Background: an optimization exercise with open tools, aiming at small area, a short achievable clock period and few clock cycles per item. Do not read the settings as production practice. The RTL was checked by simulation tests, not by an equivalence proof against the original design. No activity file was given, so power comes from the tool's default toggle rates.

### flow/design.v
module cvu_contexts (
    input  wire        clk,
    input  wire        rst,
    input  wire        req_valid,
    output wire        req_ready,
    input  wire        req_write,
    input  wire [7:0]  req_waddr,
    input  wire [31:0] req_wdata,
    input  wire [3:0]  req_be,
    output wire        rsp_valid,
    output wire [31:0] rsp_rdata
);
    localparam [2:0] R_CFG    = 3'd0;
    localparam [2:0] R_CMD    = 3'd1;
    localparam [2:0] R_FEED   = 3'd2;
    localparam [2:0] R_STATE  = 3'd3;
    localparam [2:0] R_RESULT = 3'd4;
    localparam [2:0] R_COUNT  = 3'd5;
    localparam [1:0] ALG_CRC32  = 2'd1;
    localparam [1:0] ALG_CRC16  = 2'd2;
    function [31:0] f_c32c_1;
        input [31:0] s;
        input [7:0] b;
        input [7:0] c;
        begin
            f_c32c_1[0] = b[0] ^ b[1] ^ b[2] ^ b[3] ^ b[4] ^ s[0] ^ s[1] ^ s[2] ^ s[3] ^ s[4] ^ s[8];
            f_c32c_1[1] = b[0] ^ b[1] ^ b[2] ^ b[3] ^ b[4] ^ b[5] ^ s[0] ^ s[1] ^ s[2] ^ s[3] ^ s[4] ^ s[5] ^ s[9];
            f_c32c_1[2] = b[1] ^ b[2] ^ b[3] ^ b[4] ^ b[5] ^ b[6] ^ s[1] ^ s[2] ^ s[3] ^ s[4] ^ s[5] ^ s[6] ^ s[10];
            f_c32c_1[3] = b[2] ^ b[3] ^ b[4] ^ b[5] ^ b[6] ^ b[7] ^ s[2] ^ s[3] ^ s[4] ^ s[5] ^ s[6] ^ s[7] ^ s[11];
            f_c32c_1[4] = b[1] ^ b[2] ^ b[5] ^ b[6] ^ b[7] ^ s[1] ^ s[2] ^ s[5] ^ s[6] ^ s[7] ^ s[12];
            f_c32c_1[5] = b[1] ^ b[4] ^ b[6] ^ b[7] ^ s[1] ^ s[4] ^ s[6] ^ s[7] ^ s[13];
            f_c32c_1[6] = b[1] ^ b[3] ^ b[4] ^ b[5] ^ b[7] ^ s[1] ^ s[3] ^ s[4] ^ s[5] ^ s[7] ^ s[14];
            f_c32c_1[7] = b[1] ^ b[3] ^ b[5] ^ b[6] ^ s[1] ^ s[3] ^ s[5] ^ s[6] ^ s[15];
            f_c32c_1[8] = b[0] ^ b[2] ^ b[4] ^ b[6] ^ b[7] ^ s[0] ^ s[2] ^ s[4] ^ s[6] ^ s[7] ^ s[16];
            f_c32c_1[9] = b[0] ^ b[2] ^ b[4] ^ b[5] ^ b[7] ^ s[0] ^ s[2] ^ s[4] ^ s[5] ^ s[7] ^ s[17];
            f_c32c_1[10] = b[2] ^ b[4] ^ b[5] ^ b[6] ^ s[2] ^ s[4] ^ s[5] ^ s[6] ^ s[18];
            f_c32c_1[11] = b[3] ^ b[5] ^ b[6] ^ b[7] ^ s[3] ^ s[5] ^ s[6] ^ s[7] ^ s[19];
            f_c32c_1[12] = b[1] ^ b[2] ^ b[3] ^ b[6] ^ b[7] ^ s[1] ^ s[2] ^ s[3] ^ s[6] ^ s[7] ^ s[20];
            f_c32c_1[13] = b[1] ^ b[7] ^ s[1] ^ s[7] ^ s[21];
            f_c32c_1[14] = b[1] ^ b[3] ^ b[4] ^ s[1] ^ s[3] ^ s[4] ^ s[22];
            f_c32c_1[15] = b[0] ^ b[2] ^ b[4] ^ b[5] ^ s[0] ^ s[2] ^ s[4] ^ s[5] ^ s[23];
            f_c32c_1[16] = b[0] ^ b[1] ^ b[3] ^ b[5] ^ b[6] ^ s[0] ^ s[1] ^ s[3] ^ s[5] ^ s[6] ^ s[24];
            f_c32c_1[17] = b[0] ^ b[1] ^ b[2] ^ b[4] ^ b[6] ^ b[7] ^ s[0] ^ s[1] ^ s[2] ^ s[4] ^ s[6] ^ s[7] ^ s[25];
            f_c32c_1[18] = b[4] ^ b[5] ^ b[7] ^ s[4] ^ s[5] ^ s[7] ^ s[26];
            f_c32c_1[19] = b[0] ^ b[1] ^ b[2] ^ b[3] ^ b[4] ^ b[5] ^ b[6] ^ s[0] ^ s[1] ^ s[2] ^ s[3] ^ s[4] ^ s[5] ^ s[6] ^ s[27];
            f_c32c_1[20] = b[1] ^ b[2] ^ b[3] ^ b[4] ^ b[5] ^ b[6] ^ b[7] ^ s[1] ^ s[2] ^ s[3] ^ s[4] ^ s[5] ^ s[6] ^ s[7] ^ s[28];
            f_c32c_1[21] = b[0] ^ b[1] ^ b[5] ^ b[6] ^ b[7] ^ s[0] ^ s[1] ^ s[5] ^ s[6] ^ s[7] ^ s[29];
            f_c32c_1[22] = b[0] ^ b[3] ^ b[4] ^ b[6] ^ b[7] ^ s[0] ^ s[3] ^ s[4] ^ s[6] ^ s[7] ^ s[30];
            f_c32c_1[23] = b[2] ^ b[3] ^ b[5] ^ b[7] ^ s[2] ^ s[3] ^ s[5] ^ s[7] ^ s[31];
            f_c32c_1[24] = b[1] ^ b[2] ^ b[6] ^ s[1] ^ s[2] ^ s[6];
            f_c32c_1[25] = b[0] ^ b[2] ^ b[3] ^ b[7] ^ s[0] ^ s[2] ^ s[3] ^ s[7];
            f_c32c_1[26] = b[2] ^ s[2];
            f_c32c_1[27] = b[3] ^ s[3];
            f_c32c_1[28] = b[0] ^ b[4] ^ s[0] ^ s[4];
            f_c32c_1[29] = b[0] ^ b[1] ^ b[5] ^ s[0] ^ s[1] ^ s[5];
            f_c32c_1[30] = b[0] ^ b[1] ^ b[2] ^ b[6] ^ s[0] ^ s[1] ^ s[2] ^ s[6];
            f_c32c_1[31] = b[0] ^ b[1] ^ b[2] ^ b[3] ^ b[7] ^ s[0] ^ s[1] ^ s[2] ^ s[3] ^ s[7];
        end
    endfunction
    function [31:0] f_c32c_2;
        input [31:0] s;
        input [7:0] b;
        input [7:0] c;
        begin
            f_c32c_2[0] = b[0] ^ b[4] ^ b[7] ^ c[0] ^ c[1] ^ c[2] ^ c[3] ^ c[4] ^ s[0] ^ s[4] ^ s[7] ^ s[8] ^ s[9] ^ s[10] ^ s[11] ^ s[12] ^ s[16];
            f_c32c_2[1] = b[0] ^ b[1] ^ b[5] ^ c[0] ^ c[1] ^ c[2] ^ c[3] ^ c[4] ^ c[5] ^ s[0] ^ s[1] ^ s[5] ^ s[8] ^ s[9] ^ s[10] ^ s[11] ^ s[12] ^ s[13] ^ s[17];
            f_c32c_2[2] = b[0] ^ b[1] ^ b[2] ^ b[6] ^ c[1] ^ c[2] ^ c[3] ^ c[4] ^ c[5] ^ c[6] ^ s[0] ^ s[1] ^ s[2] ^ s[6] ^ s[9] ^ s[10] ^ s[11] ^ s[12] ^ s[13] ^ s[14] ^ s[18];
            f_c32c_2[3] = b[1] ^ b[2] ^ b[3] ^ b[7] ^ c[2] ^ c[3] ^ c[4] ^ c[5] ^ c[6] ^ c[7] ^ s[1] ^ s[2] ^ s[3] ^ s[7] ^ s[10] ^ s[11] ^ s[12] ^ s[13] ^ s[14] ^ s[15] ^ s[19];
            f_c32c_2[4] = b[0] ^ b[2] ^ b[3] ^ b[7] ^ c[1] ^ c[2] ^ c[5] ^ c[6] ^ c[7] ^ s[0] ^ s[2] ^ s[3] ^ s[7] ^ s[9] ^ s[10] ^ s[13] ^ s[14] ^ s[15] ^ s[20];
            f_c32c_2[5] = b[0] ^ b[1] ^ b[3] ^ b[7] ^ c[1] ^ c[4] ^ c[6] ^ c[7] ^ s[0] ^ s[1] ^ s[3] ^ s[7] ^ s[9] ^ s[12] ^ s[14] ^ s[15] ^ s[21];
            f_c32c_2[6] = b[0] ^ b[1] ^ b[2] ^ b[7] ^ c[1] ^ c[3] ^ c[4] ^ c[5] ^ c[7] ^ s[0] ^ s[1] ^ s[2] ^ s[7] ^ s[9] ^ s[11] ^ s[12] ^ s[13] ^ s[15] ^ s[22];
            f_c32c_2[7] = b[1] ^ b[2] ^ b[3] ^ b[4] ^ b[7] ^ c[1] ^ c[3] ^ c[5] ^ c[6] ^ s[1] ^ s[2] ^ s[3] ^ s[4] ^ s[7] ^ s[9] ^ s[11] ^ s[13] ^ s[14] ^ s[23];
            f_c32c_2[8] = b[2] ^ b[3] ^ b[4] ^ b[5] ^ c[0] ^ c[2] ^ c[4] ^ c[6] ^ c[7] ^ s[2] ^ s[3] ^ s[4] ^ s[5] ^ s[8] ^ s[10] ^ s[12] ^ s[14] ^ s[15] ^ s[24];
            f_c32c_2[9] = b[3] ^ b[5] ^ b[6] ^ b[7] ^ c[0] ^ c[2] ^ c[4] ^ c[5] ^ c[7] ^ s[3] ^ s[5] ^ s[6] ^ s[7] ^ s[8] ^ s[10] ^ s[12] ^ s[13] ^ s[15] ^ s[25];
            f_c32c_2[10] = b[6] ^ c[2] ^ c[4] ^ c[5] ^ c[6] ^ s[6] ^ s[10] ^ s[12] ^ s[13] ^ s[14] ^ s[26];
            f_c32c_2[11] = b[0] ^ b[7] ^ c[3] ^ c[5] ^ c[6] ^ c[7] ^ s[0] ^ s[7] ^ s[11] ^ s[13] ^ s[14] ^ s[15] ^ s[27];
            f_c32c_2[12] = b[0] ^ b[1] ^ b[4] ^ b[7] ^ c[1] ^ c[2] ^ c[3] ^ c[6] ^ c[7] ^ s[0] ^ s[1] ^ s[4] ^ s[7] ^ s[9] ^ s[10] ^ s[11] ^ s[14] ^ s[15] ^ s[28];
            f_c32c_2[13] = b[1] ^ b[2] ^ b[4] ^ b[5] ^ b[7] ^ c[1] ^ c[7] ^ s[1] ^ s[2] ^ s[4] ^ s[5] ^ s[7] ^ s[9] ^ s[15] ^ s[29];
            f_c32c_2[14] = b[2] ^ b[3] ^ b[4] ^ b[5] ^ b[6] ^ b[7] ^ c[1] ^ c[3] ^ c[4] ^ s[2] ^ s[3] ^ s[4] ^ s[5] ^ s[6] ^ s[7] ^ s[9] ^ s[11] ^ s[12] ^ s[30];
            f_c32c_2[15] = b[0] ^ b[3] ^ b[4] ^ b[5] ^ b[6] ^ b[7] ^ c[0] ^ c[2] ^ c[4] ^ c[5] ^ s[0] ^ s[3] ^ s[4] ^ s[5] ^ s[6] ^ s[7] ^ s[8] ^ s[10] ^ s[12] ^ s[13] ^ s[31];
            f_c32c_2[16] = b[1] ^ b[4] ^ b[5] ^ b[6] ^ b[7] ^ c[0] ^ c[1] ^ c[3] ^ c[5] ^ c[6] ^ s[1] ^ s[4] ^ s[5] ^ s[6] ^ s[7] ^ s[8] ^ s[9] ^ s[11] ^ s[13] ^ s[14];
            f_c32c_2[17] = b[0] ^ b[2] ^ b[5] ^ b[6] ^ b[7] ^ c[0] ^ c[1] ^ c[2] ^ c[4] ^ c[6] ^ c[7] ^ s[0] ^ s[2] ^ s[5] ^ s[6] ^ s[7] ^ s[8] ^ s[9] ^ s[10] ^ s[12] ^ s[14] ^ s[15];
            f_c32c_2[18] = b[1] ^ b[3] ^ b[4] ^ b[6] ^ c[4] ^ c[5] ^ c[7] ^ s[1] ^ s[3] ^ s[4] ^ s[6] ^ s[12] ^ s[13] ^ s[15];
            f_c32c_2[19] = b[2] ^ b[5] ^ c[0] ^ c[1] ^ c[2] ^ c[3] ^ c[4] ^ c[5] ^ c[6] ^ s[2] ^ s[5] ^ s[8] ^ s[9] ^ s[10] ^ s[11] ^ s[12] ^ s[13] ^ s[14];
            f_c32c_2[20] = b[3] ^ b[6] ^ c[1] ^ c[2] ^ c[3] ^ c[4] ^ c[5] ^ c[6] ^ c[7] ^ s[3] ^ s[6] ^ s[9] ^ s[10] ^ s[11] ^ s[12] ^ s[13] ^ s[14] ^ s[15];
            f_c32c_2[21] = b[0] ^ c[0] ^ c[1] ^ c[5] ^ c[6] ^ c[7] ^ s[0] ^ s[8] ^ s[9] ^ s[13] ^ s[14] ^ s[15];
            f_c32c_2[22] = b[1] ^ b[4] ^ b[7] ^ c[0] ^ c[3] ^ c[4] ^ c[6] ^ c[7] ^ s[1] ^ s[4] ^ s[7] ^ s[8] ^ s[11] ^ s[12] ^ s[14] ^ s[15];
            f_c32c_2[23] = b[0] ^ b[2] ^ b[4] ^ b[5] ^ b[7] ^ c[2] ^ c[3] ^ c[5] ^ c[7] ^ s[0] ^ s[2] ^ s[4] ^ s[5] ^ s[7] ^ s[10] ^ s[11] ^ s[13] ^ s[15];
            f_c32c_2[24] = b[0] ^ b[1] ^ b[3] ^ b[4] ^ b[5] ^ b[6] ^ b[7] ^ c[1] ^ c[2] ^ c[6] ^ s[0] ^ s[1] ^ s[3] ^ s[4] ^ s[5] ^ s[6] ^ s[7] ^ s[9] ^ s[10] ^ s[14];
            f_c32c_2[25] = b[0] ^ b[1] ^ b[2] ^ b[4] ^ b[5] ^ b[6] ^ b[7] ^ c[0] ^ c[2] ^ c[3] ^ c[7] ^ s[0] ^ s[1] ^ s[2] ^ s[4] ^ s[5] ^ s[6] ^ s[7] ^ s[8] ^ s[10] ^ s[11] ^ s[15];
            f_c32c_2[26] = b[1] ^ b[2] ^ b[3] ^ b[4] ^ b[5] ^ b[6] ^ c[2] ^ s[1] ^ s[2] ^ s[3] ^ s[4] ^ s[5] ^ s[6] ^ s[10];
            f_c32c_2[27] = b[2] ^ b[3] ^ b[4] ^ b[5] ^ b[6] ^ b[7] ^ c[3] ^ s[2] ^ s[3] ^ s[4] ^ s[5] ^ s[6] ^ s[7] ^ s[11];
            f_c32c_2[28] = b[0] ^ b[3] ^ b[4] ^ b[5] ^ b[6] ^ b[7] ^ c[0] ^ c[4] ^ s[0] ^ s[3] ^ s[4] ^ s[5] ^ s[6] ^ s[7] ^ s[8] ^ s[12];
            f_c32c_2[29] = b[1] ^ b[4] ^ b[5] ^ b[6] ^ b[7] ^ c[0] ^ c[1] ^ c[5] ^ s[1] ^ s[4] ^ s[5] ^ s[6] ^ s[7] ^ s[8] ^ s[9] ^ s[13];
            f_c32c_2[30] = b[2] ^ b[5] ^ b[6] ^ b[7] ^ c[0] ^ c[1] ^ c[2] ^ c[6] ^ s[2] ^ s[5] ^ s[6] ^ s[7] ^ s[8] ^ s[9] ^ s[10] ^ s[14];
            f_c32c_2[31] = b[3] ^ b[6] ^ b[7] ^ c[0] ^ c[1] ^ c[2] ^ c[3] ^ c[7] ^ s[3] ^ s[6] ^ s[7] ^ s[8] ^ s[9] ^ s[10] ^ s[11] ^ s[15];
        end
    endfunction
    function [31:0] f_c32_1;
        input [31:0] s;
        input [7:0] b;
        input [7:0] c;
        begin
            f_c32_1[0] = b[2] ^ s[2] ^ s[8];
            f_c32_1[1] = b[0] ^ b[3] ^ s[0] ^ s[3] ^ s[9];
            f_c32_1[2] = b[0] ^ b[1] ^ b[4] ^ s[0] ^ s[1] ^ s[4] ^ s[10];
            f_c32_1[3] = b[1] ^ b[2] ^ b[5] ^ s[1] ^ s[2] ^ s[5] ^ s[11];
            f_c32_1[4] = b[0] ^ b[2] ^ b[3] ^ b[6] ^ s[0] ^ s[2] ^ s[3] ^ s[6] ^ s[12];
            f_c32_1[5] = b[1] ^ b[3] ^ b[4] ^ b[7] ^ s[1] ^ s[3] ^ s[4] ^ s[7] ^ s[13];
            f_c32_1[6] = b[4] ^ b[5] ^ s[4] ^ s[5] ^ s[14];
            f_c32_1[7] = b[0] ^ b[5] ^ b[6] ^ s[0] ^ s[5] ^ s[6] ^ s[15];
            f_c32_1[8] = b[1] ^ b[6] ^ b[7] ^ s[1] ^ s[6] ^ s[7] ^ s[16];
            f_c32_1[9] = b[7] ^ s[7] ^ s[17];
            f_c32_1[10] = b[2] ^ s[2] ^ s[18];
            f_c32_1[11] = b[3] ^ s[3] ^ s[19];
            f_c32_1[12] = b[0] ^ b[4] ^ s[0] ^ s[4] ^ s[20];
            f_c32_1[13] = b[0] ^ b[1] ^ b[5] ^ s[0] ^ s[1] ^ s[5] ^ s[21];
            f_c32_1[14] = b[1] ^ b[2] ^ b[6] ^ s[1] ^ s[2] ^ s[6] ^ s[22];
            f_c32_1[15] = b[2] ^ b[3] ^ b[7] ^ s[2] ^ s[3] ^ s[7] ^ s[23];
            f_c32_1[16] = b[0] ^ b[2] ^ b[3] ^ b[4] ^ s[0] ^ s[2] ^ s[3] ^ s[4] ^ s[24];
            f_c32_1[17] = b[0] ^ b[1] ^ b[3] ^ b[4] ^ b[5] ^ s[0] ^ s[1] ^ s[3] ^ s[4] ^ s[5] ^ s[25];
            f_c32_1[18] = b[0] ^ b[1] ^ b[2] ^ b[4] ^ b[5] ^ b[6] ^ s[0] ^ s[1] ^ s[2] ^ s[4] ^ s[5] ^ s[6] ^ s[26];
            f_c32_1[19] = b[1] ^ b[2] ^ b[3] ^ b[5] ^ b[6] ^ b[7] ^ s[1] ^ s[2] ^ s[3] ^ s[5] ^ s[6] ^ s[7] ^ s[27];
            f_c32_1[20] = b[3] ^ b[4] ^ b[6] ^ b[7] ^ s[3] ^ s[4] ^ s[6] ^ s[7] ^ s[28];
            f_c32_1[21] = b[2] ^ b[4] ^ b[5] ^ b[7] ^ s[2] ^ s[4] ^ s[5] ^ s[7] ^ s[29];
            f_c32_1[22] = b[2] ^ b[3] ^ b[5] ^ b[6] ^ s[2] ^ s[3] ^ s[5] ^ s[6] ^ s[30];
            f_c32_1[23] = b[3] ^ b[4] ^ b[6] ^ b[7] ^ s[3] ^ s[4] ^ s[6] ^ s[7] ^ s[31];
            f_c32_1[24] = b[0] ^ b[2] ^ b[4] ^ b[5] ^ b[7] ^ s[0] ^ s[2] ^ s[4] ^ s[5] ^ s[7];
            f_c32_1[25] = b[0] ^ b[1] ^ b[2] ^ b[3] ^ b[5] ^ b[6] ^ s[0] ^ s[1] ^ s[2] ^ s[3] ^ s[5] ^ s[6];
            f_c32_1[26] = b[0] ^ b[1] ^ b[2] ^ b[3] ^ b[4] ^ b[6] ^ b[7] ^ s[0] ^ s[1] ^ s[2] ^ s[3] ^ s[4] ^ s[6] ^ s[7];
            f_c32_1[27] = b[1] ^ b[3] ^ b[4] ^ b[5] ^ b[7] ^ s[1] ^ s[3] ^ s[4] ^ s[5] ^ s[7];
            f_c32_1[28] = b[0] ^ b[4] ^ b[5] ^ b[6] ^ s[0] ^ s[4] ^ s[5] ^ s[6];
            f_c32_1[29] = b[0] ^ b[1] ^ b[5] ^ b[6] ^ b[7] ^ s[0] ^ s[1] ^ s[5] ^ s[6] ^ s[7];
            f_c32_1[30] = b[0] ^ b[1] ^ b[6] ^ b[7] ^ s[0] ^ s[1] ^ s[6] ^ s[7];
            f_c32_1[31] = b[1] ^ b[7] ^ s[1] ^ s[7];
        end
    endfunction
    function [31:0] f_c32_2;
        input [31:0] s;
        input [7:0] b;
        input [7:0] c;
        begin
            f_c32_2[0] = b[0] ^ b[4] ^ b[6] ^ b[7] ^ c[2] ^ s[0] ^ s[4] ^ s[6] ^ s[7] ^ s[10] ^ s[16];
            f_c32_2[1] = b[1] ^ b[5] ^ b[7] ^ c[0] ^ c[3] ^ s[1] ^ s[5] ^ s[7] ^ s[8] ^ s[11] ^ s[17];
            f_c32_2[2] = b[2] ^ b[6] ^ c[0] ^ c[1] ^ c[4] ^ s[2] ^ s[6] ^ s[8] ^ s[9] ^ s[12] ^ s[18];
            f_c32_2[3] = b[3] ^ b[7] ^ c[1] ^ c[2] ^ c[5] ^ s[3] ^ s[7] ^ s[9] ^ s[10] ^ s[13] ^ s[19];
            f_c32_2[4] = b[4] ^ c[0] ^ c[2] ^ c[3] ^ c[6] ^ s[4] ^ s[8] ^ s[10] ^ s[11] ^ s[14] ^ s[20];
            f_c32_2[5] = b[5] ^ c[1] ^ c[3] ^ c[4] ^ c[7] ^ s[5] ^ s[9] ^ s[11] ^ s[12] ^ s[15] ^ s[21];
            f_c32_2[6] = b[0] ^ b[4] ^ b[7] ^ c[4] ^ c[5] ^ s[0] ^ s[4] ^ s[7] ^ s[12] ^ s[13] ^ s[22];
            f_c32_2[7] = b[1] ^ b[5] ^ c[0] ^ c[5] ^ c[6] ^ s[1] ^ s[5] ^ s[8] ^ s[13] ^ s[14] ^ s[23];
            f_c32_2[8] = b[0] ^ b[2] ^ b[6] ^ c[1] ^ c[6] ^ c[7] ^ s[0] ^ s[2] ^ s[6] ^ s[9] ^ s[14] ^ s[15] ^ s[24];
            f_c32_2[9] = b[1] ^ b[3] ^ b[4] ^ b[6] ^ c[7] ^ s[1] ^ s[3] ^ s[4] ^ s[6] ^ s[15] ^ s[25];
            f_c32_2[10] = b[2] ^ b[5] ^ b[6] ^ c[2] ^ s[2] ^ s[5] ^ s[6] ^ s[10] ^ s[26];
            f_c32_2[11] = b[3] ^ b[6] ^ b[7] ^ c[3] ^ s[3] ^ s[6] ^ s[7] ^ s[11] ^ s[27];
            f_c32_2[12] = b[0] ^ b[4] ^ b[7] ^ c[0] ^ c[4] ^ s[0] ^ s[4] ^ s[7] ^ s[8] ^ s[12] ^ s[28];
            f_c32_2[13] = b[0] ^ b[1] ^ b[5] ^ c[0] ^ c[1] ^ c[5] ^ s[0] ^ s[1] ^ s[5] ^ s[8] ^ s[9] ^ s[13] ^ s[29];
            f_c32_2[14] = b[1] ^ b[2] ^ b[6] ^ c[1] ^ c[2] ^ c[6] ^ s[1] ^ s[2] ^ s[6] ^ s[9] ^ s[10] ^ s[14] ^ s[30];
            f_c32_2[15] = b[2] ^ b[3] ^ b[7] ^ c[2] ^ c[3] ^ c[7] ^ s[2] ^ s[3] ^ s[7] ^ s[10] ^ s[11] ^ s[15] ^ s[31];
            f_c32_2[16] = b[0] ^ b[3] ^ b[6] ^ b[7] ^ c[0] ^ c[2] ^ c[3] ^ c[4] ^ s[0] ^ s[3] ^ s[6] ^ s[7] ^ s[8] ^ s[10] ^ s[11] ^ s[12];
            f_c32_2[17] = b[0] ^ b[1] ^ b[4] ^ b[7] ^ c[0] ^ c[1] ^ c[3] ^ c[4] ^ c[5] ^ s[0] ^ s[1] ^ s[4] ^ s[7] ^ s[8] ^ s[9] ^ s[11] ^ s[12] ^ s[13];
            f_c32_2[18] = b[1] ^ b[2] ^ b[5] ^ c[0] ^ c[1] ^ c[2] ^ c[4] ^ c[5] ^ c[6] ^ s[1] ^ s[2] ^ s[5] ^ s[8] ^ s[9] ^ s[10] ^ s[12] ^ s[13] ^ s[14];
            f_c32_2[19] = b[0] ^ b[2] ^ b[3] ^ b[6] ^ c[1] ^ c[2] ^ c[3] ^ c[5] ^ c[6] ^ c[7] ^ s[0] ^ s[2] ^ s[3] ^ s[6] ^ s[9] ^ s[10] ^ s[11] ^ s[13] ^ s[14] ^ s[15];
            f_c32_2[20] = b[0] ^ b[1] ^ b[3] ^ b[6] ^ c[3] ^ c[4] ^ c[6] ^ c[7] ^ s[0] ^ s[1] ^ s[3] ^ s[6] ^ s[11] ^ s[12] ^ s[14] ^ s[15];
            f_c32_2[21] = b[1] ^ b[2] ^ b[6] ^ c[2] ^ c[4] ^ c[5] ^ c[7] ^ s[1] ^ s[2] ^ s[6] ^ s[10] ^ s[12] ^ s[13] ^ s[15];
            f_c32_2[22] = b[2] ^ b[3] ^ b[4] ^ b[6] ^ c[2] ^ c[3] ^ c[5] ^ c[6] ^ s[2] ^ s[3] ^ s[4] ^ s[6] ^ s[10] ^ s[11] ^ s[13] ^ s[14];
            f_c32_2[23] = b[3] ^ b[4] ^ b[5] ^ b[7] ^ c[3] ^ c[4] ^ c[6] ^ c[7] ^ s[3] ^ s[4] ^ s[5] ^ s[7] ^ s[11] ^ s[12] ^ s[14] ^ s[15];
            f_c32_2[24] = b[0] ^ b[5] ^ b[7] ^ c[0] ^ c[2] ^ c[4] ^ c[5] ^ c[7] ^ s[0] ^ s[5] ^ s[7] ^ s[8] ^ s[10] ^ s[12] ^ s[13] ^ s[15];
            f_c32_2[25] = b[1] ^ b[4] ^ b[7] ^ c[0] ^ c[1] ^ c[2] ^ c[3] ^ c[5] ^ c[6] ^ s[1] ^ s[4] ^ s[7] ^ s[8] ^ s[9] ^ s[10] ^ s[11] ^ s[13] ^ s[14];
            f_c32_2[26] = b[2] ^ b[5] ^ c[0] ^ c[1] ^ c[2] ^ c[3] ^ c[4] ^ c[6] ^ c[7] ^ s[2] ^ s[5] ^ s[8] ^ s[9] ^ s[10] ^ s[11] ^ s[12] ^ s[14] ^ s[15];
            f_c32_2[27] = b[0] ^ b[3] ^ b[4] ^ b[7] ^ c[1] ^ c[3] ^ c[4] ^ c[5] ^ c[7] ^ s[0] ^ s[3] ^ s[4] ^ s[7] ^ s[9] ^ s[11] ^ s[12] ^ s[13] ^ s[15];
            f_c32_2[28] = b[0] ^ b[1] ^ b[5] ^ b[6] ^ b[7] ^ c[0] ^ c[4] ^ c[5] ^ c[6] ^ s[0] ^ s[1] ^ s[5] ^ s[6] ^ s[7] ^ s[8] ^ s[12] ^ s[13] ^ s[14];
            f_c32_2[29] = b[1] ^ b[2] ^ b[6] ^ b[7] ^ c[0] ^ c[1] ^ c[5] ^ c[6] ^ c[7] ^ s[1] ^ s[2] ^ s[6] ^ s[7] ^ s[8] ^ s[9] ^ s[13] ^ s[14] ^ s[15];
            f_c32_2[30] = b[2] ^ b[3] ^ b[4] ^ b[6] ^ c[0] ^ c[1] ^ c[6] ^ c[7] ^ s[2] ^ s[3] ^ s[4] ^ s[6] ^ s[8] ^ s[9] ^ s[14] ^ s[15];
            f_c32_2[31] = b[3] ^ b[5] ^ b[6] ^ c[1] ^ c[7] ^ s[3] ^ s[5] ^ s[6] ^ s[9] ^ s[15];
        end
    endfunction
    function [31:0] f_c16_1;
        input [31:0] s;
        input [7:0] b;
        input [7:0] c;
        begin
            f_c16_1[0] = b[0] ^ b[4] ^ s[8] ^ s[12];
            f_c16_1[1] = b[1] ^ b[5] ^ s[9] ^ s[13];
            f_c16_1[2] = b[2] ^ b[6] ^ s[10] ^ s[14];
            f_c16_1[3] = b[3] ^ b[7] ^ s[11] ^ s[15];
            f_c16_1[4] = b[4] ^ s[12];
            f_c16_1[5] = b[0] ^ b[4] ^ b[5] ^ s[8] ^ s[12] ^ s[13];
            f_c16_1[6] = b[1] ^ b[5] ^ b[6] ^ s[9] ^ s[13] ^ s[14];
            f_c16_1[7] = b[2] ^ b[6] ^ b[7] ^ s[10] ^ s[14] ^ s[15];
            f_c16_1[8] = b[3] ^ b[7] ^ s[0] ^ s[11] ^ s[15];
            f_c16_1[9] = b[4] ^ s[1] ^ s[12];
            f_c16_1[10] = b[5] ^ s[2] ^ s[13];
            f_c16_1[11] = b[6] ^ s[3] ^ s[14];
            f_c16_1[12] = b[0] ^ b[4] ^ b[7] ^ s[4] ^ s[8] ^ s[12] ^ s[15];
            f_c16_1[13] = b[1] ^ b[5] ^ s[5] ^ s[9] ^ s[13];
            f_c16_1[14] = b[2] ^ b[6] ^ s[6] ^ s[10] ^ s[14];
            f_c16_1[15] = b[3] ^ b[7] ^ s[7] ^ s[11] ^ s[15];
            f_c16_1[16] = 1'b0;
            f_c16_1[17] = 1'b0;
            f_c16_1[18] = 1'b0;
            f_c16_1[19] = 1'b0;
            f_c16_1[20] = 1'b0;
            f_c16_1[21] = 1'b0;
            f_c16_1[22] = 1'b0;
            f_c16_1[23] = 1'b0;
            f_c16_1[24] = 1'b0;
            f_c16_1[25] = 1'b0;
            f_c16_1[26] = 1'b0;
            f_c16_1[27] = 1'b0;
            f_c16_1[28] = 1'b0;
            f_c16_1[29] = 1'b0;
            f_c16_1[30] = 1'b0;
            f_c16_1[31] = 1'b0;
        end
    endfunction
    function [31:0] f_c16_2;
        input [31:0] s;
        input [7:0] b;
        input [7:0] c;
        begin
            f_c16_2[0] = b[0] ^ b[3] ^ b[4] ^ c[0] ^ c[4] ^ s[0] ^ s[4] ^ s[8] ^ s[11] ^ s[12];
            f_c16_2[1] = b[1] ^ b[4] ^ b[5] ^ c[1] ^ c[5] ^ s[1] ^ s[5] ^ s[9] ^ s[12] ^ s[13];
            f_c16_2[2] = b[2] ^ b[5] ^ b[6] ^ c[2] ^ c[6] ^ s[2] ^ s[6] ^ s[10] ^ s[13] ^ s[14];
            f_c16_2[3] = b[3] ^ b[6] ^ b[7] ^ c[3] ^ c[7] ^ s[3] ^ s[7] ^ s[11] ^ s[14] ^ s[15];
            f_c16_2[4] = b[0] ^ b[4] ^ b[7] ^ c[4] ^ s[4] ^ s[8] ^ s[12] ^ s[15];
            f_c16_2[5] = b[0] ^ b[1] ^ b[3] ^ b[4] ^ b[5] ^ c[0] ^ c[4] ^ c[5] ^ s[0] ^ s[4] ^ s[5] ^ s[8] ^ s[9] ^ s[11] ^ s[12] ^ s[13];
            f_c16_2[6] = b[1] ^ b[2] ^ b[4] ^ b[5] ^ b[6] ^ c[1] ^ c[5] ^ c[6] ^ s[1] ^ s[5] ^ s[6] ^ s[9] ^ s[10] ^ s[12] ^ s[13] ^ s[14];
            f_c16_2[7] = b[2] ^ b[3] ^ b[5] ^ b[6] ^ b[7] ^ c[2] ^ c[6] ^ c[7] ^ s[2] ^ s[6] ^ s[7] ^ s[10] ^ s[11] ^ s[13] ^ s[14] ^ s[15];
            f_c16_2[8] = b[0] ^ b[3] ^ b[4] ^ b[6] ^ b[7] ^ c[3] ^ c[7] ^ s[3] ^ s[7] ^ s[8] ^ s[11] ^ s[12] ^ s[14] ^ s[15];
            f_c16_2[9] = b[0] ^ b[1] ^ b[4] ^ b[5] ^ b[7] ^ c[4] ^ s[4] ^ s[8] ^ s[9] ^ s[12] ^ s[13] ^ s[15];
            f_c16_2[10] = b[1] ^ b[2] ^ b[5] ^ b[6] ^ c[5] ^ s[5] ^ s[9] ^ s[10] ^ s[13] ^ s[14];
            f_c16_2[11] = b[2] ^ b[3] ^ b[6] ^ b[7] ^ c[6] ^ s[6] ^ s[10] ^ s[11] ^ s[14] ^ s[15];
            f_c16_2[12] = b[0] ^ b[7] ^ c[0] ^ c[4] ^ c[7] ^ s[0] ^ s[4] ^ s[7] ^ s[8] ^ s[15];
            f_c16_2[13] = b[0] ^ b[1] ^ c[1] ^ c[5] ^ s[1] ^ s[5] ^ s[8] ^ s[9];
            f_c16_2[14] = b[1] ^ b[2] ^ c[2] ^ c[6] ^ s[2] ^ s[6] ^ s[9] ^ s[10];
            f_c16_2[15] = b[2] ^ b[3] ^ c[3] ^ c[7] ^ s[3] ^ s[7] ^ s[10] ^ s[11];
            f_c16_2[16] = 1'b0;
            f_c16_2[17] = 1'b0;
            f_c16_2[18] = 1'b0;
            f_c16_2[19] = 1'b0;
            f_c16_2[20] = 1'b0;
            f_c16_2[21] = 1'b0;
            f_c16_2[22] = 1'b0;
            f_c16_2[23] = 1'b0;
            f_c16_2[24] = 1'b0;
            f_c16_2[25] = 1'b0;
            f_c16_2[26] = 1'b0;
            f_c16_2[27] = 1'b0;
            f_c16_2[28] = 1'b0;
            f_c16_2[29] = 1'b0;
            f_c16_2[30] = 1'b0;
            f_c16_2[31] = 1'b0;
        end
    endfunction
    function [1:0] lane_first;
        input [3:0] e;
        input       swap;
        begin
            if (!swap) lane_first = e[0] ? 2'd0 : e[1] ? 2'd1 : e[2] ? 2'd2 : 2'd3;
            else       lane_first = e[3] ? 2'd3 : e[2] ? 2'd2 : e[1] ? 2'd1 : 2'd0;
        end
    endfunction
    function [1:0] lane_second;
        input [3:0] e;
        input       swap;
        reg   [3:0] m;
        begin
            m = e & ~(4'b0001 << lane_first(e, swap));
            lane_second = lane_first(m, swap);
        end
    endfunction
    reg        stall_q;
    reg        a_v;
    reg        a_wr;
    reg        a_ctxacc;
    reg        a_dg;
    reg [3:0]  a_ctx;
    reg [15:0] a_oh;             
    reg [2:0]  a_reg;
    reg [31:0] a_wd;
    reg [3:0]  a_be;
    reg [5:0]  dg_q;
    wire acc = req_valid & ~stall_q;
    wire       in_ctxacc = req_waddr[7] ^ req_waddr[6];
    wire [3:0] in_ctx    = {req_waddr[7], req_waddr[5:3]};
    wire [2:0] in_reg    = req_waddr[2:0];
    wire in_needsc = in_ctxacc &&
                     (req_write ? (in_reg == R_FEED)
                                : (in_reg == R_STATE || in_reg == R_RESULT || in_reg == R_COUNT));
    wire a_feed = a_v && a_wr && a_ctxacc && (a_reg == R_FEED);
    always @(posedge clk) begin
        if (rst) begin
            stall_q <= 1'b0;
            a_v     <= 1'b0;
        end else begin
            stall_q <= acc && a_feed && in_needsc && (in_ctx == a_ctx);
            if (!stall_q)
                a_v <= req_valid;
        end
        if (acc) begin
            a_wr     <= req_write;
            a_ctxacc <= in_ctxacc;
            a_dg     <= (req_waddr == 8'h01);
            a_ctx    <= in_ctx;
            a_oh     <= 16'h0001 << in_ctx;
            a_reg    <= in_reg;
            a_wd     <= req_wdata;
            a_be     <= req_be;
        end
    end
    always @(posedge clk) begin
        if (rst)
            dg_q <= 6'h0;
        else if (a_v && !stall_q && a_wr && a_dg)
            dg_q <= a_wd[5:0];
    end
    wire [16*32-1:0] s_all;
    wire [16*32-1:0] cnt_all;
    wire [16*2-1:0]  alg_all;
    wire [15:0]      swap_all;
    reg        r_v;
    reg [3:0]  r_ctx;
    reg        r_feed, r_cfgw, r_init, r_stw, r_cntw, r_rd;
    reg [2:0]  r_rsel;           
    reg [31:0] r_wd;             
    reg [2:0]  r_nb;             
    reg [8:0]  r_k;              
    reg [31:0] r_s;
    reg [31:0] r_cnt;
    reg [1:0]  r_alg;
    reg        r_swap;
    reg        x_v;
    reg [3:0]  x_ctx;
    reg        x_feed, x_ws, x_wc, x_wcfg;
    reg [31:0] x_data;           
    reg [31:0] x_cnt;
    reg [1:0]  x_alg;
    reg        x_swap;
    reg [3:0]  x_k;              
    reg [15:0] x_bytes;
    reg        w_v;
    reg [3:0]  w_ctx;
    reg [15:0] w_oh;             
    reg        w_ws, w_wc, w_wcfg;
    reg [31:0] w_s;
    reg [31:0] w_cnt;
    reg [1:0]  w_alg;
    reg        w_swap;
    reg        r_usew;           
    wire [31:0] x_s_fin = ({32{x_k[0]}} & f_c32c_2(x_data, x_bytes[7:0], x_bytes[15:8])) |
                          ({32{x_k[1]}} & f_c32_2(x_data, x_bytes[7:0], x_bytes[15:8]))  |
                          ({32{x_k[2]}} & f_c16_2(x_data, x_bytes[7:0], x_bytes[15:8]))  |
                          ({32{x_k[3]}} & x_data);
    wire        r_16 = (r_alg == ALG_CRC16);
    wire [31:0] r_sv    = r_usew ? w_s : r_s;
    wire [31:0] r_s_simple = r_init ? (r_16 ? 32'h0000FFFF : 32'hFFFFFFFF)
                                    : (r_16 ? {16'h0, r_wd[15:0]} : r_wd);
    wire [31:0] r_cnt_simple = r_init ? 32'h0 : r_wd;
    reg [31:0] r_rdata;
    always @(*) begin
        case (r_rsel)
            R_CFG:    r_rdata = {27'h0, r_swap, 2'b00, r_alg};
            R_STATE:  r_rdata = r_16 ? {16'h0, r_sv[15:0]} : r_sv;
            R_RESULT: r_rdata = r_16 ? {16'h0, r_sv[15:0]} : ~r_sv;
            R_COUNT:  r_rdata = r_cnt;
            3'd6:     r_rdata = r_wd;
            default:  r_rdata = 32'h0;
        endcase
    end
    reg [31:0] rf_s, rf_cnt;
    reg [1:0]  rf_alg;
    reg        rf_swap;
    integer k;
    always @(*) begin
        rf_s = 32'h0; rf_cnt = 32'h0; rf_alg = 2'h0; rf_swap = 1'b0;
        for (k = 0; k < 16; k = k + 1) begin
            rf_s    = rf_s    | (s_all[32*k +: 32]   & {32{a_oh[k]}});
            rf_cnt  = rf_cnt  | (cnt_all[32*k +: 32] & {32{a_oh[k]}});
            rf_alg  = rf_alg  | (alg_all[2*k +: 2]   & {2{a_oh[k]}});
            rf_swap = rf_swap | (swap_all[k] & a_oh[k]);
        end
    end
    reg hit_r, hit_x, hit_w;
    always @(posedge clk) begin
        if (rst) begin
            hit_r <= 1'b0;
            hit_x <= 1'b0;
            hit_w <= 1'b0;
        end else if (stall_q) begin
            hit_r <= 1'b0;
            hit_x <= hit_r;
            hit_w <= hit_x;
        end else begin
            hit_r <= a_v && (a_ctx == in_ctx);
            hit_x <= r_v && (r_ctx == in_ctx);
            hit_w <= x_v && (x_ctx == in_ctx);
        end
    end
    wire hit_rs = hit_r && (r_init || r_stw);
    wire a_usew = !hit_rs && hit_x && x_ws && x_feed;
    wire [31:0] a_s = hit_rs           ? r_s_simple :
                      (hit_x && x_ws)  ? x_data     :
                      (hit_w && w_ws)  ? w_s        : rf_s;
    wire [31:0] a_cnt = (hit_r && (r_init || r_cntw)) ? r_cnt_simple :
                        (hit_x && x_wc)               ? x_cnt        :
                        (hit_w && w_wc)               ? w_cnt        : rf_cnt;
    wire [1:0]  a_alg = (hit_r && r_cfgw) ? r_wd[1:0] :
                        (hit_x && x_wcfg) ? x_alg     :
                        (hit_w && w_wcfg) ? w_alg     : rf_alg;
    wire        a_swap = (hit_r && r_cfgw) ? r_wd[4] :
                         (hit_x && x_wcfg) ? x_swap  :
                         (hit_w && w_wcfg) ? w_swap  : rf_swap;
    wire [1:0] a_l0f = lane_first(a_be, 1'b0),  a_l1f = lane_first(a_be, 1'b1);
    wire [1:0] a_l0s = lane_second(a_be, 1'b0), a_l1s = lane_second(a_be, 1'b1);
    wire [1:0] a_l0l = lane_first(a_be, 1'b1),  a_l1l = lane_first(a_be, 1'b0);
    wire       a_all = &a_be;
    wire [1:0] a_lf  = a_swap ? a_l1f : a_l0f;
    wire [1:0] a_ls  = a_swap ? a_l1s : a_l0s;
    wire [1:0] a_ll  = a_swap ? a_l1l : a_l0l;
    wire [1:0] a_lx  = a_all ? (a_swap ? 2'd1 : 2'd2) : a_ls;
    wire [31:0] a_pack = {a_wd[8*a_ll +: 8], a_wd[8*a_lx +: 8], a_wd[8*a_ls +: 8], a_wd[8*a_lf +: 8]};
    wire a_ok  = a_v && !stall_q;
    wire a_cw  = a_wr && a_ctxacc;
    wire       a_feedop = a_cw && (a_reg == R_FEED);
    wire [2:0] a_nb  = {2'b00, a_be[0]} + {2'b00, a_be[1]} + {2'b00, a_be[2]} + {2'b00, a_be[3]};
    wire       a_one = a_nb[0];
    wire       a_two = !a_nb[0] && (a_nb[2] || a_nb[1]);
    wire       a_c32  = (a_alg == ALG_CRC32);
    wire       a_c16  = (a_alg == ALG_CRC16);
    wire       a_c32c = !a_c32 && !a_c16;
    always @(posedge clk) begin
        if (rst)
            r_v <= 1'b0;
        else
            r_v <= a_ok;
        r_ctx  <= a_ctx;
        r_feed <= a_cw && (a_reg == R_FEED);
        r_cfgw <= a_cw && (a_reg == R_CFG);
        r_init <= a_cw && (a_reg == R_CMD) && a_wd[0];
        r_stw  <= a_cw && (a_reg == R_STATE);
        r_cntw <= a_cw && (a_reg == R_COUNT);
        r_rd   <= !a_wr;
        r_rsel <= a_dg ? 3'd6 : a_ctxacc ? ((a_reg[2:1] == 2'b11) ? 3'd7 : a_reg) : 3'd7;
        r_wd   <= (a_dg && !a_wr)             ? {26'h0, dg_q} :
                  (a_cw && (a_reg == R_FEED)) ? a_pack :
                                                a_wd;
        r_nb   <= a_nb;
        r_k[0] <= a_feedop && a_one && a_c32c;
        r_k[1] <= a_feedop && a_one && a_c32;
        r_k[2] <= a_feedop && a_one && a_c16;
        r_k[3] <= a_feedop && a_two && a_c32c;
        r_k[4] <= a_feedop && a_two && a_c32;
        r_k[5] <= a_feedop && a_two && a_c16;
        r_k[6] <= a_feedop && (a_nb == 3'd0);
        r_k[7] <= !a_wr;
        r_k[8] <= a_wr && !a_feedop;
        r_s    <= a_s;
        r_cnt  <= a_cnt;
        r_alg  <= a_alg;
        r_swap <= a_swap;
        r_usew <= a_usew;
    end
    wire x_two_n = r_feed && (r_nb[2] || (r_nb[1] && r_nb[0]));
    always @(posedge clk) begin
        if (rst)
            x_v <= 1'b0;
        else
            x_v <= r_v;
        x_ctx  <= r_ctx;
        x_feed <= r_feed;
        x_ws   <= r_v && (r_feed || r_init || r_stw);
        x_wc   <= r_v && (r_feed || r_init || r_cntw);
        x_wcfg <= r_v && r_cfgw;
        x_data <= ({32{r_k[0]}} & f_c32c_1(r_sv, r_wd[7:0], 8'h0))        |
                  ({32{r_k[1]}} & f_c32_1(r_sv, r_wd[7:0], 8'h0))         |
                  ({32{r_k[2]}} & f_c16_1(r_sv, r_wd[7:0], 8'h0))         |
                  ({32{r_k[3]}} & f_c32c_2(r_sv, r_wd[7:0], r_wd[15:8])) |
                  ({32{r_k[4]}} & f_c32_2(r_sv, r_wd[7:0], r_wd[15:8]))  |
                  ({32{r_k[5]}} & f_c16_2(r_sv, r_wd[7:0], r_wd[15:8]))  |
                  ({32{r_k[6]}} & r_sv)                                  |
                  ({32{r_k[7]}} & r_rdata)                               |
                  ({32{r_k[8]}} & r_s_simple);
        x_cnt  <= r_feed ? r_cnt + {29'h0, r_nb} : r_cnt_simple;
        x_alg  <= r_cfgw ? r_wd[1:0] : r_alg;
        x_swap <= r_wd[4];
        x_k[0]  <= x_two_n && (r_alg != ALG_CRC32) && (r_alg != ALG_CRC16);
        x_k[1]  <= x_two_n && (r_alg == ALG_CRC32);
        x_k[2]  <= x_two_n && (r_alg == ALG_CRC16);
        x_k[3]  <= !x_two_n;
        x_bytes <= r_wd[31:16];
    end
    always @(posedge clk) begin
        if (rst) begin
            w_v  <= 1'b0;
            w_oh <= 16'h0;
        end else begin
            w_v  <= x_v;
            w_oh <= x_v ? (16'h0001 << x_ctx) : 16'h0;
        end
        w_ctx  <= x_ctx;
        w_ws   <= x_ws;
        w_wc   <= x_wc;
        w_wcfg <= x_wcfg;
        w_s    <= x_s_fin;
        w_cnt  <= x_cnt;
        w_alg  <= x_alg;
        w_swap <= x_swap;
    end
    wire [31:0] wb_s    = rst ? 32'h0 : w_s;
    wire [31:0] wb_cnt  = rst ? 32'h0 : w_cnt;
    wire [1:0]  wb_alg  = rst ? 2'h0  : w_alg;
    wire        wb_swap = ~rst & w_swap;
    genvar c;
    generate
        for (c = 0; c < 16; c = c + 1) begin : g_ctx
            wire we_s  = rst | (w_oh[c] & w_ws);
            wire we_c  = rst | (w_oh[c] & w_wc);
            wire we_g  = rst | (w_oh[c] & w_wcfg);
            reg [31:0] s_q;
            reg [31:0] cnt_q;
            reg [1:0]  alg_q;
            reg        swap_q;
            assign s_all[32*c +: 32]   = s_q;
            assign cnt_all[32*c +: 32] = cnt_q;
            assign alg_all[2*c +: 2]   = alg_q;
            assign swap_all[c]         = swap_q;
            always @(posedge clk) begin
                s_q    <= (wb_s & {32{we_s}})    | (s_q & {32{~we_s}});
                cnt_q  <= (wb_cnt & {32{we_c}})  | (cnt_q & {32{~we_c}});
                alg_q  <= (wb_alg & {2{we_g}})   | (alg_q & {2{~we_g}});
                swap_q <= (wb_swap & we_g)       | (swap_q & ~we_g);
            end
        end
    endgenerate
    assign req_ready = ~stall_q;
    assign rsp_valid = x_v;
    assign rsp_rdata = x_data;
endmodule
### flow/run.sh
#!/bin/bash
# synth_recipe.tcl (not shown) runs the flow's synth.tcl, then flattens the netlist and writes it again
# the make line also repeats each setting of config.mk as NAME=value (left out here)
make -C /OpenROAD-flow-scripts/flow DESIGN_CONFIG=/design/flow/config.mk WORK_HOME=/design/flow/orfs CLKGATE_MAP_FILE= SYNTH_SCRIPT=/design/flow/synth_recipe.tcl finish
### flow/config.mk
export PLATFORM = sky130hd
export DESIGN_NAME = cvu_contexts
export DESIGN_NICKNAME = cvu_contexts
export VERILOG_FILES = /design/flow/design.v
export SDC_FILE = /design/flow/constraint.sdc
export NUM_CORES = 4
export LEC_CHECK = 0
export CAP_MARGIN = 20
export CORE_MARGIN = 2
export CORE_UTILIZATION = 45
export CTS_BUF_LIST = sky130_fd_sc_hd__clkbuf_8
export CTS_CLUSTER_DIAMETER = 40
export CTS_CLUSTER_SIZE = 16
export PLACE_DENSITY = 0.6
export SETUP_SLACK_MARGIN = 4.8
export SLEW_MARGIN = 20
### flow/constraint.sdc
create_clock -name core_clock -period 8.0 [get_ports {clk}]
set_input_delay 1.6000 -clock core_clock [delete_from_list [all_inputs] [get_ports {clk}]]
set_output_delay 1.6000 -clock core_clock [all_outputs]
set_load 0.01 [all_outputs]
==> results of run 1 <==
## through the flow
step / util, % / setup WS (ps)
2_1_floorplan: - / 4800
3_3_place_gp: 47.8 / 3740
3_5_place_dp: 47.8 / 3730
4_1_cts: 51.4 / 4760
5_1_grt: 51.8 / 4770
6_report: 51.8 / 4740
## layout by cell type (no fill, tap or decap), types with 24 or more instances in the layout
cell type and count:
nand2_1 214, inv_1 65, a21o_1 25, xor2_1 236, a222oi_1 38, xnor2_2 49, a31oi_1 56, xnor3_1 42
clkinv_4 25, xnor2_1 737, edfxtp_1 1134, inv_6 29, nor3_1 35, o21ai_0 128, clkbuf_8 192, and3_1 64
dfxtp_1 271, o211ai_1 80, mux2i_2 24, dfxtp_4 27, nand4_1 81, a21o_4 31, clkdlybuf4s50_1 46, a22o_1 188
a21oi_1 70, nor2b_1 63, mux2i_1 63, nor2_1 116, o221ai_1 28, a22oi_1 197, a221oi_1 223, buf_4 176
## logic make-up (layout without fill, tap and decap cells)
kind of cell,count (synthesis),after routing,share of synthesized area (%)
AND/OR/NAND/NOR,698,698,5.35
XOR/XNOR,1097,1097,15.8
multiplexers,109,109,1.82
AO/OA/AOI/OAI,1171,1171,13.4
buffers and inverters,400,702,2.40
adder cells (fa/ha/maj),14,14,0.286
other,0,9,0
flip-flops,1452,1452,60.9
## layer usage
metal	track usage, %	part of all wire, %
met4	14.6	5.0
met2	47.9	44
met1	44.7	41
met3	8.49	11
met5	0	0.012
## how the worst max path moves through the flow
stage,start,end
after floorplan,rst,flip-flop
after global placement,r_usew,x_data[19]
after detailed placement,rst,flip-flop
after CTS,x_data[4],rsp_rdata[4]
after global routing,r_usew,x_data[13]
final,w_s[14],x_data[21]
## cell type report
class / instances / area share (%)
Sequential cell: 1452 / 53.6
Multi-Input combinational cell: 3089 / 33.6
Clock buffer: 192 / 3.49
Timing Repair Buffer: 295 / 3.49
Tap cell: 1917 / 3.17
Clock inverter: 155 / 2.25
Inverter: 60 / 0.306
Antenna cell: 9 / 0.0298
## critical path: cells and delay by family, from the launching register on
kind             cells  cell delay (ps)
AO/OA/AOI/OAI        1              140
XOR/XNOR             4             1460
flip-flops           1              770
multiplexers         1              630
AND/OR/NAND/NOR      1              170
## power groups by stage
| stage | Combinational [uW] | Sequential [uW] | Clock (uW) |
|---|---|---|---|
| 2_1_floorplan | 5480 | 9370 | 0 |
| 3_5_place_dp | 7580 | 9690 | 0 |
| 4_1_cts | 7830 | 9480 | 6370 |
| 5_1_grt | 8440 | 9550 | 6660 |
| 6_report | 8100 | 9510 | 6310 |
| 3_3_place_gp | 7640 | 9680 | 0 |
## timing repair
action	4_1_cts	5_1_grt
gates resized for setup	283	64
pin swaps	2	3
hold endpoints to repair	0	0
hold buffers	0	0
setup endpoints to repair	180	71
gates cloned	0	1
buffers inserted	49	11
==> flow_summary.json, run 1 <==
{
  "hold_depth": 0,
  "p_sw_uw": 8450,
  "antenna_found_initial": 10,
  "seq_area_frac_synth_pct": 60.9,
  "grt_pass1_wl_um": 345000,
  "synth_edf_count": 1134,
  "powerDensity_nw_per_um2": 316,
  "leakagePower_uw": 0.0269,
  "switching_share_pct": 35.3,
  "syn_inst": 4941,
  "min_to": "w_cnt[18]",
  "num_rows": 140,
  "worst_ir_drop_vdd_mv": 0.189,
  "post_drt_via_cell_ratio": 6.40,
  "syn_to_final_growth_pct": 13.9,
  "cts_buffer_depth": 3,
  "setup_tns_ps": 0,
  "place.gp.congestion": 1.02,
  "first_iter_violations": 6130,
  "yosys.area.top_type_share_pct": 51.3,
  "synthMostInstantiatedCell": "edfxtp_1",
  "pwr-share-clk_pct": 26.4,
  "syn_avg_cell_area_um2": 13.4,
  "slowest_stage": "dfxtp_1",
  "r2r_setup_slack_ps": 4740,
  "rsz0062_at_grt": "true",
  "slew_viol_final": 0,
  "hold_ws_ps": 346,
  "cts_tree": "done",
  "wire_per_inst_um": 34.8,
  "dp.cells": 6752,
  "grt_max_degree": 83,
  "synth.largest_area_cell": "edfxtp_1",
  "layout-drive-gt1-share_pct": 15.7,
  "core_area_um2": 146000,
  "status": "timing/DRC/antenna clean",
  "h-tree-depth": 4,
  "min_period_over_period_pct": 40.7,
  "clk_pin_slew_ps": 80,
  "wirelength_um": 249000,
  "cts-root-buf": "clkbuf_8",
  "grt_pass1_vias": 43500,
  "clock-sinks": 1452,
  "io-pin-count": 82,
  "seqPwrFrac_pct": 39.8,
  "die_area_um2": 151000,
  "netlist_top_cells_count": "edfxtp_1, xnor2_1, dfxtp_1",
  "synth-seq-cells": 1452,
  "crit_chain": "xnor3_1 > mux2i_1 > xnor2_1 > xnor2_1 > xnor2_1 > nand2_1 > o211ai_1",
  "worst-r2r-cell-count": 7,
  "hold_class": "reg -> reg",
  "critPathLaunchType": "flip-flop",
  "synthDistinctLibCells": 75,
  "overflow": 0,
  "worst-endpoint-arrival_ps": 4080,
  "numCtsBuffers": 186,
  "slowest_delay_ps": 770,
  "combPwrFrac_pct": 33.9,
  "crit_fanout": 7,
  "die_w_um": 388,
  "die_y_um": 388,
  "hold_start": "x_cnt[18]",
  "cp.required_ps": 8820,
  "dp_hpwl_um": 153000,
  "drc": 0,
  "end_kind": "flip-flop",
  "max_freq_mhz": 307,
  "grtUsageTotal_pct": 32.4,
  "crit_type": "reg -> reg",
  "synthTopCellsByArea": "edfxtp_1, xnor2_1, dfxtp_1",
  "setup_viol": 0,
  "vias": 45900,
  "finalHoldViolCount": 0,
  "slew_headroom_pct": 10.9,
  "drv_cap": 0,
  "syn-num-nets": 5003,
  "stdcell_area_um2": 75600,
  "synth_flop_cell": "edfxtp_1",
  "regArea_um2": 40500,
  "r2r-start": "w_s[14]",
  "portBuffers": 81,
  "critPathMostFrequentCell": "xnor2_1",
  "multi_input_area_um2": 25400,
  "insertion_delay_ps": 970,
  "detail-route-antenna-nets": 0,
  "final_nets": 5146,
  "internal_power_uw": 15500,
  "worstMarginPinSlew_ps": 1310,
  "synthArstFlopShare_pct": 0,
  "synth_area_um2": 66400,
  "reg2reg_to": "x_data[21]",
  "final.min_clock_period_ps": 3260,
  "p_total_uw": 23900,
  "fill_cells": 12600,
  "final_cells": 7169,
  "dpl_cell_area_um2": 69800,
  "yosysWarningCount": 1,
  "clock_skew_ps": 75.1,
  "drt_pass1_iterations": 10,
  "initial_core_util_pct": 45.4
}
Testbench counts, summed over its fixed seeds: cycles 24,624, accesses 24,000.
==> inputs of run 2 (changes only) <==
--- a/flow/design.v
+++ b/flow/design.v
@@ -333,6 +333,7 @@
     reg [3:0]  x_ctx;
     reg        x_feed, x_ws, x_wc, x_wcfg;
     reg [31:0] x_data;           
+    reg [31:0] x_rdata;          
     reg [31:0] x_cnt;
     reg [1:0]  x_alg;
     reg        x_swap;
@@ -478,8 +479,8 @@
                   ({32{r_k[4]}} & f_c32_2(r_sv, r_wd[7:0], r_wd[15:8]))  |
                   ({32{r_k[5]}} & f_c16_2(r_sv, r_wd[7:0], r_wd[15:8]))  |
                   ({32{r_k[6]}} & r_sv)                                  |
-                  ({32{r_k[7]}} & r_rdata)                               |
                   ({32{r_k[8]}} & r_s_simple);
+        x_rdata <= r_rdata;
         x_cnt  <= r_feed ? r_cnt + {29'h0, r_nb} : r_cnt_simple;
         x_alg  <= r_cfgw ? r_wd[1:0] : r_alg;
         x_swap <= r_wd[4];
@@ -534,5 +535,5 @@
     endgenerate
     assign req_ready = ~stall_q;
     assign rsp_valid = x_v;
-    assign rsp_rdata = x_data;
+    assign rsp_rdata = x_rdata;
 endmodule
==> flow/config.mk (replaced) <==
export PLATFORM = sky130hd
export DESIGN_NAME = cvu_contexts
export DESIGN_NICKNAME = cvu_contexts
export VERILOG_FILES = /design/flow/design.v
export SDC_FILE = /design/flow/constraint.sdc
export NUM_CORES = 4
export LEC_CHECK = 0
export CAP_MARGIN = 20
export CORE_MARGIN = 2
export CORE_UTILIZATION = 60
export CTS_BUF_LIST = sky130_fd_sc_hd__clkbuf_16
export CTS_CLUSTER_DIAMETER = 60
export CTS_CLUSTER_SIZE = 30
export PLACE_DENSITY = 0.72
export SETUP_SLACK_MARGIN = 5.0
export SLEW_MARGIN = 20
==> flow_summary.json, run 2 <==
{
  "met2_usage_pct": 59.0,
  "p_total_uw": 22300,
  "drv_cap": 0,
  "insertion_delay_ps": 750,
  "syn_avg_cell_area_um2": 13.4,
  "clock-sinks": 1483,
  "final_common_cell": "edfxtp_1",
  "synthTopCellsByArea": "edfxtp_1, dfxtp_1, xnor2_1",
  "drc": 0,
  "antenna_found_initial": 2,
  "leakagePower_uw": 0.0260,
  "netlist_top_cells_count": "edfxtp_1, xnor2_1, dfxtp_1",
  "slowest_stage": "dfxtp_4",
  "initial_core_util_pct": 60.7,
  "syn_inst": 4861,
  "dp.cells": 6147,
  "clock_skew_ps": 34.1,
  "wire_per_inst_um": 34.4,
  "end_kind": "flip-flop",
  "num_rows": 120,
  "setup_viol": 0,
  "finalHoldViolCount": 0,
  "slowest_delay_ps": 400,
  "first_iter_violations": 6868,
  "layout_common_cells": "edfxtp_1, xnor2_1, dfxtp_1",
  "synth.largest_area_cell": "edfxtp_1",
  "yosysWarningCount": 1,
  "syn-num-nets": 4923,
  "overflow": 0,
  "synth_flop_cell": "edfxtp_1",
  "grtUsageTotal_pct": 38.9,
  "cts_buffer_depth": 3,
  "yosys.area.top_type_share_pct": 52.2,
  "final_cells": 6449,
  "dp_hpwl_um": 134000,
  "die_w_um": 334,
  "place.gp.congestion": 1.04,
  "crit_fanout": 10,
  "slew_headroom_pct": 17.4,
  "die_y_um": 334,
  "crit_type": "reg -> reg",
  "clk_pin_slew_ps": 80,
  "cts-root-buf": "clkbuf_16",
  "fin_ws_ps": 4900,
  "crit_family": "XOR/XNOR gates",
  "io-pin-count": 82,
  "final.min_clock_period_ps": 3100,
  "portBuffers": 81,
  "cts_tree": "done",
  "h-tree-depth": 3,
  "setup_tns_ps": 0,
  "crit_chain": "buf_12 > mux2i_4 > buf_4 > xor2_4 > xor2_4 > xnor2_2 > xnor2_1 > xnor2_1 > xor2_1 > a221o_1",
  "crit_buf_inv": 2,
  "max_freq_mhz": 323,
  "detail-route-antenna-nets": 0,
  "worst_ir_drop_vdd_mv": 0.233,
  "syn_to_final_growth_pct": 13.1,
  "use_met3_pct": 9.52,
  "gr-max-usage-layer": "met2",
  "worstMarginPinSlew_ps": 1240,
  "postLayoutCoreUtil_pct": 68.7,
  "seq_area_frac_synth_pct": 62.9,
  "core_area_um2": 107000,
  "numCtsBuffers": 111,
  "synthMostInstantiatedCell": "edfxtp_1",
  "rsz0062_at_grt": "true",
  "layout-drive-gt1-share_pct": 13.0,
  "critPathLaunchType": "flip-flop",
  "vias": 44300,
  "grt_pass1_vias": 42000,
  "drt_pass1_iterations": 9,
  "synth_area_um2": 65200,
  "wirelength_um": 222000,
  "min_period_over_period_pct": 38.7,
  "synth_edf_count": 1134,
  "die_area_um2": 111000,
  "grt.met1_usage_pct": 52.6,
  "cp.required_ps": 8630,
  "powerDensity_nw_per_um2": 303,
  "worst-endpoint-arrival_ps": 3720,
  "synthArstFlopShare_pct": 0,
  "hold_class": "reg -> reg",
  "post_drt_via_cell_ratio": 6.87,
  "status": "timing/DRC/antenna clean",
  "place_ws_ps": 3820,
  "grt_pass1_wl_um": 308000,
  "synth-seq-cells": 1483,
  "synthDistinctLibCells": 67,
  "grt_max_degree": 129,
  "final_nets": 5000,
  "slew_viol_final": 0
}
-- run 2: cell types whose count changed in the layout (fill, tap and decap cells not counted), moves of 78 or more --
cell,change
nor2_1,+78
clkbuf_16,+116
clkbuf_8,-192
a22oi_1,+120
a221oi_1,-78
-- run 2: final timing paths --
check | depth (start not counted) | slack (ps) | startpoint | to
worst min register to register | 0 | 330 | x_ws | w_ws
worst max register to register | 10 | 4900 | r_usew | x_data[19]
worst max-delay path | 10 | 4900 | r_usew | x_data[19]
worst min-delay path | 0 | 330 | x_ws | w_ws
-- run 2: per-stage QoR --
step	area (um^2)	hold WS, ps
detailed placement	67800	334
CTS	72900	335
floorplan	65400	324
global route	73700	340
finish	73700	333
global placement	67800	335
-- run 2: worst register-to-register path: stages, from the launching register on --
cell and delay, ps:
dfxtp_4 400, buf_12 160, mux2i_4 220, buf_4 360, xor2_4 360, xor2_4 360
xnor2_2 230, xnor2_1 150, xnor2_1 260, xor2_1 170, a221o_1 320
-- run 2: power by group --
part	switching, uW	internal [uW]	total (uW)	leakage (uW)
logic	3920	2850	6780	0.00960
registers	518	9070	9590	0.0145
clock network	3040	2900	5950	0.00193
total	7480	14800	22300	0.0260
-- run 2: routing by layer --
layer,wire length [um],share of wire (%)
met4,12900,5.8
met1,82500,37
met3,26900,12
met2,99400,45
met5,237,0.11
-- run 2: cell families after synthesis --
kind of cell,count (synthesis),synth area share [%]
mux,74,1.31
flops,1483,62.9
buf+inv,379,2.30
xor+xnor,1017,14.3
compound gates,1167,13.3
simple gates,726,5.48
fa+ha+maj,15,0.307
-- run 2: final cells by class --
cell class / count / area, um^2
diodes: 9 / 22.5
inverters: 62 / 236
well taps: 1403 / 1760
clock inverters: 99 / 1070
multi-input cells: 3001 / 24000
fillers: 7547 / 33600
repair buffers: 278 / 2690
flip-flops and latches: 1483 / 41100
repair inverters: 1 / 5.00
clock buffers: 113 / 2830
-- run 2: what timing repair did --
action	CTS	global route
buffers inserted	49	22
setup endpoints to repair	154	92
pin swaps	11	11
hold buffers	0	0
gates resized for setup	154	92
cloned	2	7
Testbench counts of run 2, summed over its fixed seeds: cycles 24,624, accesses 24,000.
==> inputs of run 3 (changes only) <==
--- a/flow/config.mk
+++ b/flow/config.mk
@@ -7,10 +7,10 @@
 export LEC_CHECK = 0
 export CAP_MARGIN = 20
 export CORE_MARGIN = 2
-export CORE_UTILIZATION = 60
+export CORE_UTILIZATION = 55
 export CTS_BUF_LIST = sky130_fd_sc_hd__clkbuf_16
 export CTS_CLUSTER_DIAMETER = 60
 export CTS_CLUSTER_SIZE = 30
-export PLACE_DENSITY = 0.72
+export PLACE_DENSITY = 0.68
 export SETUP_SLACK_MARGIN = 5.0
 export SLEW_MARGIN = 20
==> flow_summary.json, run 3 <==
{
  "rsz0062_at_grt": "true",
  "layout_common_cells": "edfxtp_1, xnor2_1, dfxtp_1",
  "clk_pin_slew_ps": 100,
  "synth_flop_cell": "edfxtp_1",
  "io-pin-count": 82,
  "vias": 44600,
  "drc": 0,
  "slowest_stage": "xnor2_1",
  "synth.largest_area_cell": "edfxtp_1",
  "die_y_um": 348,
  "initial_core_util_pct": 55.4,
  "worstMarginPinSlew_ps": 1370,
  "dp_hpwl_um": 136000,
  "syn_to_final_growth_pct": 13.7,
  "status": "timing/DRC/antenna clean",
  "finalHoldViolCount": 0,
  "post_drt_via_cell_ratio": 6.76,
  "cts_buffer_depth": 3,
  "p_total_uw": 22400,
  "crit_chain": "bufbuf_16 > mux2i_1 > buf_4 > xnor2_1 > xor2_1 > xnor2_1 > xor2_1 > a22oi_1 > o211ai_1",
  "slew_headroom_pct": 6.74,
  "grt_pass1_wl_um": 312000,
  "die_w_um": 348,
  "synth-seq-cells": 1483,
  "h-tree-depth": 3,
  "clock-sinks": 1483,
  "grtUsageTotal_pct": 36.2,
  "yosysWarningCount": 1,
  "place.gp.congestion": 1.05,
  "slew_viol_final": 0,
  "seq_area_frac_synth_pct": 62.9,
  "cp.required_ps": 8600,
  "syn_inst": 4861,
  "syn-num-nets": 4923,
  "synthMostInstantiatedCell": "edfxtp_1",
  "cts-root-buf": "clkbuf_16",
  "powerDensity_nw_per_um2": 302,
  "max_freq_mhz": 326,
  "netlist_top_cells_count": "edfxtp_1, xnor2_1, dfxtp_1",
  "final.min_clock_period_ps": 3070,
  "critPathLaunchType": "flip-flop",
  "portBuffers": 81,
  "core_area_um2": 118000,
  "die_area_um2": 121000,
  "detail-route-antenna-nets": 0,
  "wirelength_um": 225000,
  "layout-drive-gt1-share_pct": 13.7,
  "syn_avg_cell_area_um2": 13.4,
  "wire_per_inst_um": 34.1,
  "setup_tns_ps": 0,
  "worst-endpoint-arrival_ps": 3670,
  "hold_buffers": 0,
  "grt_pass1_vias": 41800,
  "drt_pass1_iterations": 11,
  "synth_area_um2": 65200,
  "min_period_over_period_pct": 38.4,
  "synthArstFlopShare_pct": 0,
  "final_nets": 5020,
  "synth_edf_count": 1134,
  "overflow": 0,
  "cts_tree": "done",
  "worst_ir_drop_vdd_mv": 0.223,
  "crit_type": "reg -> reg",
  "drv_cap": 0,
  "grt_max_degree": 68,
  "first_iter_violations": 6944,
  "setup_viol": 0,
  "slowest_delay_ps": 840,
  "synthTopCellsByArea": "edfxtp_1, dfxtp_1, xnor2_1",
  "insertion_delay_ps": 760,
  "antenna_found_initial": 10,
  "num_rows": 126,
  "end_kind": "flip-flop",
  "final_common_cell": "edfxtp_1",
  "hold_class": "reg -> reg",
  "leakagePower_uw": 0.0261,
  "synthDistinctLibCells": 67,
  "yosys.area.top_type_share_pct": 52.2,
  "crit_fanout": 21,
  "clock_skew_ps": 49.8,
  "numCtsBuffers": 104
}
[run 3: cell counts after synthesis]
No cell type changed its count.
[run 3: routing by layer]
layer | global-route usage [%] | wire [um]
met1 | 50.1 | 85900
met2 | 54.0 | 99300
met3 | 8.05 | 26600
met4 | 18.3 | 13000
met5 | 0 | 39
[run 3: cell families after synthesis]
kind of cell    synth area share [%]
flops                           62.9
buf+inv                         2.30
mux                             1.31
simple gates                    5.48
xor+xnor                        14.3
fa+ha+maj                      0.307
compound gates                  13.3
[run 3: layout make-up]
class | count | area, um^2
well taps | 1536 | 1920
clock buffers | 109 | 2730
diodes | 11 | 27.5
flip-flops and latches | 1483 | 41100
multi-input cells | 3006 | 24200
inverters | 62 | 236
clock inverters | 89 | 1110
repair buffers | 300 | 2760
repair inverters | 1 | 5.00
fillers | 8912 | 43700
[run 3: what timing repair did]
action                     CTS  global route
pin swaps                    8            16
gates cloned                 7             5
setup endpoints to repair  722           242
gates resized for setup    189            95
buffers inserted            36            56
[run 3: per-stage QoR]
stage | hold slack, ps | util (%) | instance area [um^2] | cells | setup slack [ps]
2_1_floorplan | 324 | - | 65400 | 4861 | 4930
3_3_place_gp | 331 | 57.7 | 67900 | 6284 | 3780
3_5_place_dp | 336 | 57.7 | 67900 | 6284 | 3710
4_1_cts | 330 | 62.0 | 73000 | 6525 | 4840
5_1_grt | 330 | 62.9 | 74100 | 6586 | 4950
6_report | 320 | 62.9 | 74100 | 6597 | 4930
[run 3: report_power, final]
part	switching [uW]	internal, uW	total (uW)	leakage, uW
Clock	3080	2840	5920	0.00187
Combinational	3960	2890	6850	0.00974
Sequential	520	9070	9590	0.0145
[run 3: worst paths after layout]
path	start	to	slack, ps	cells after the start
worst min-delay path	x_cnt[27]	w_cnt[27]	320	0
worst max register to register	r_usew	x_data[8]	4930	9
worst max-delay path	r_usew	x_data[8]	4930	9
worst min register to register	x_cnt[27]	w_cnt[27]	320	0
[run 3: critical path: cells and delay by family (launching register included)]
| family | cells | cell delay, ps |
|---|---|---|
| AOI/OAI and AO/OA | 2 | 320 |
| xor gates and xnor gates | 4 | 1470 |
| buffers and inverters | 2 | 580 |
| DFF | 1 | 440 |
| muxes | 1 | 110 |

Check on run 3: ideal ports give 4.931 ns setup slack; a clkbuf_16 on the clock port and buf_2 on the inputs give 4.931 ns; moving port delays by the midpoint clock arrival (0.818 ns) as well gives 4.153 ns.
